Context: an optimization exercise on an open-source flow, tuned for small area. The choices shown serve that exercise and are no tape-out recipe.
Power is estimated from default activity; no workload was simulated.

Setup of v32:
Design mi_decim, start of the top module:
module mi_decim (
    input  wire        clk,
    input  wire        rst,
    input  wire        en,
    input  wire        align,
    input  wire        invert,
    input  wire        mod_tick,
    input  wire        mod_dat,
    input  wire [4:0]  guard_count,
    input  wire        guard_hi_en,
    input  wire        guard_lo_en,
    input  wire [23:0] guard_hi,
    input  wire [23:0] guard_lo,
    input  wire        ovr_clr,
    output reg         swift_valid,
    output wire [31:0] swift_word,
    output reg         control_valid,
    output wire [31:0] control_word,
    output reg         quiet_valid,
    output wire [31:0] quiet_word,
    output reg         record_valid,
    output wire [31:0] record_word,
    output reg         stat_ovr,
    output reg         ovr_sticky,
    output reg         guard_hi_live,
    output reg         guard_lo_live
);
export LEC_CHECK = 0
export ABC_CLOCK_PERIOD_IN_PS = 15000
export CAP_MARGIN = 20
export CORE_MARGIN = 2
export CORE_UTILIZATION = 40
export SLEW_MARGIN = 20
create_clock -name core_clock -period 40.0 [get_ports {clk}]
standard.sh (not shown) runs the stock make flow with config.mk's settings and CLKGATE_MAP_FILE= SYNTH_SCRIPT=/design/flow/synth_recipe.tcl, a recipe that flattens the netlist after the stock synthesis.
==> flow/flow/run.sh <==
#!/bin/bash
set -euo pipefail
bash standard.sh "BUFFER_PORTS_ARGS=-buffer_cell sky130_fd_sc_hd__buf_1" \
  "CTS_ARGS=-sink_clustering_enable -repair_clock_nets -dont_use_dummy_load -buf_list sky130_fd_sc_hd__clkbuf_4 -sink_clustering_size 10 -sink_clustering_max_diameter 40" \
  finish > standard.log 2>&1
v32 did not stop at any stage, and its layout met the timing, DRC and antenna checks.
Relative to v32, the following input files were edited for v55:
==> flow/flow/run.sh <==
#!/bin/bash
set -euo pipefail
bash standard.sh "BUFFER_PORTS_ARGS=-buffer_cell sky130_fd_sc_hd__buf_1" \
  "CTS_ARGS=-sink_clustering_enable -repair_clock_nets -dont_use_dummy_load -buf_list sky130_fd_sc_hd__clkbuf_16 -sink_clustering_size 30 -sink_clustering_max_diameter 80" \
  finish > standard.log 2>&1
==> summary.txt <==
v55: flow completed, timing, DRC and antenna clean
Diff v32 -> v55: share of cell area taken by multi-input logic gates level; fraction of standard cell area that is sequential moved down; clock power share moved up; period utilization moved up; cell area after layout moved up.
Comparing v32 with v55, the number of gates resized after CTS came out essentially unchanged.
Smallest setup slack after layout deteriorates in v55 relative to v32.
v55 and v32 ended up with nearly the same routed wire length per instance.
From v32 to v55 the numbers moved as follows: number of search-and-repair iterations in the first detailed-routing pass shows no meaningful change, worst-path maximum fanout has remained practically unchanged.
[inputs] v12 vs v55
==> flow/flow/run.sh <==
#!/bin/bash
set -euo pipefail
bash standard.sh "BUFFER_PORTS_ARGS=-buffer_cell sky130_fd_sc_hd__buf_1" \
  "CTS_ARGS=-sink_clustering_enable -repair_clock_nets -dont_use_dummy_load -buf_list {sky130_fd_sc_hd__clkbuf_2 sky130_fd_sc_hd__clkbuf_4} -root_buf sky130_fd_sc_hd__clkbuf_8 -sink_clustering_size 10 -sink_clustering_max_diameter 40" \
  finish > standard.log 2>&1
==> comparison <==
Detailed-route wire length: v12 > v55. When the final numbers for v12 and v55 were put side by side, the post-synthesis to final-layout area growth turned out to be greater in v55. Compared with v55, average detailed-routed wire length per instance in v12 decreased slightly. When the final numbers for v12 and v55 were put side by side, the wire length of the first global-routing pass turned out to be smaller in v55. v12 reports a higher final cell count without fillers than v55 does. Changes observed in v12 relative to v55: maximum frequency held; aggregate negative setup slack held. Final non-filler cell area of v12 is on par with v55. v12: clock distribution power is about 6% lower than what v55 reported.
The following lists how v23 was set up differently from v12:
==> flow/flow/run.sh <==
#!/bin/bash
set -euo pipefail
bash standard.sh "BUFFER_PORTS_ARGS=-buffer_cell sky130_fd_sc_hd__buf_1" \
  "CTS_ARGS=-sink_clustering_enable -repair_clock_nets -dont_use_dummy_load -buf_list sky130_fd_sc_hd__clkbuf_8 -sink_clustering_size 16 -sink_clustering_max_diameter 60" \
  finish > standard.log 2>&1
--- outcome ---
v12: PASS, flow complete, no timing, DRC or antenna violations. v23 went all the way through synthesis, placement and routing and the layout is clean on timing, DRC and antenna. Comparing v23 against v12, there is no change at all in maximum net fanout on the critical path. In v23, the minimum setup slack in the final design came out 0.051 ns below the value in v12. On cell area, v23 tracks v12 almost exactly. v23 against v12: number of buffers on the longest clock path ~0 delta; post-DP HPWL ~0 delta; aggregate global-route resource usage -0.18 points; number of cells on the worst reg-to-reg path -1.1%. Delta (v23 minus v12): synthesized-area fraction occupied by xor and xnor cells stayed essentially flat; non-clock buffer count stayed essentially flat.
No functional check of the RTL was part of any run of this note.

static timing again, ports no longer ideal:
No port has a modelled driver above. Below, the same layouts with a new extraction and two added sets of constraints. Step 1 sets driving cells, clkbuf_16 on the clock port and buf_2 on the other inputs (assumed; they add their load-dependent delay and slew). Step 2 moves the port delays by t, midway between the first and last clock arrival at a register: inputs arrive t later, outputs are due t later. That takes back most of the time a late clock gives input paths. Three values: ideal, step 1, step 2; two values: the first two.
| run | t (ns) | slack for setup (ns) | latest minus earliest clock arrival (ns) |
|---|---|---|---|
| v32 | 0.635 | 10.936 / 10.952 / 10.317 | 0.114 / 0.115 |
| v55 | 0.530 | 10.806 / 10.836 / 10.306 | 0.058 / 0.058 |
| v12 | 0.544 | 10.827 / 10.852 / 10.308 | 0.089 / 0.089 |
| v23 | 0.590 | 10.776 / 10.804 / 10.214 | 0.093 / 0.092 |
After both steps setup and hold are still met in every run listed. The setup slack of v32, which loses most, moves by +0.016 ns with the drivers and by -0.619 ns with both steps.
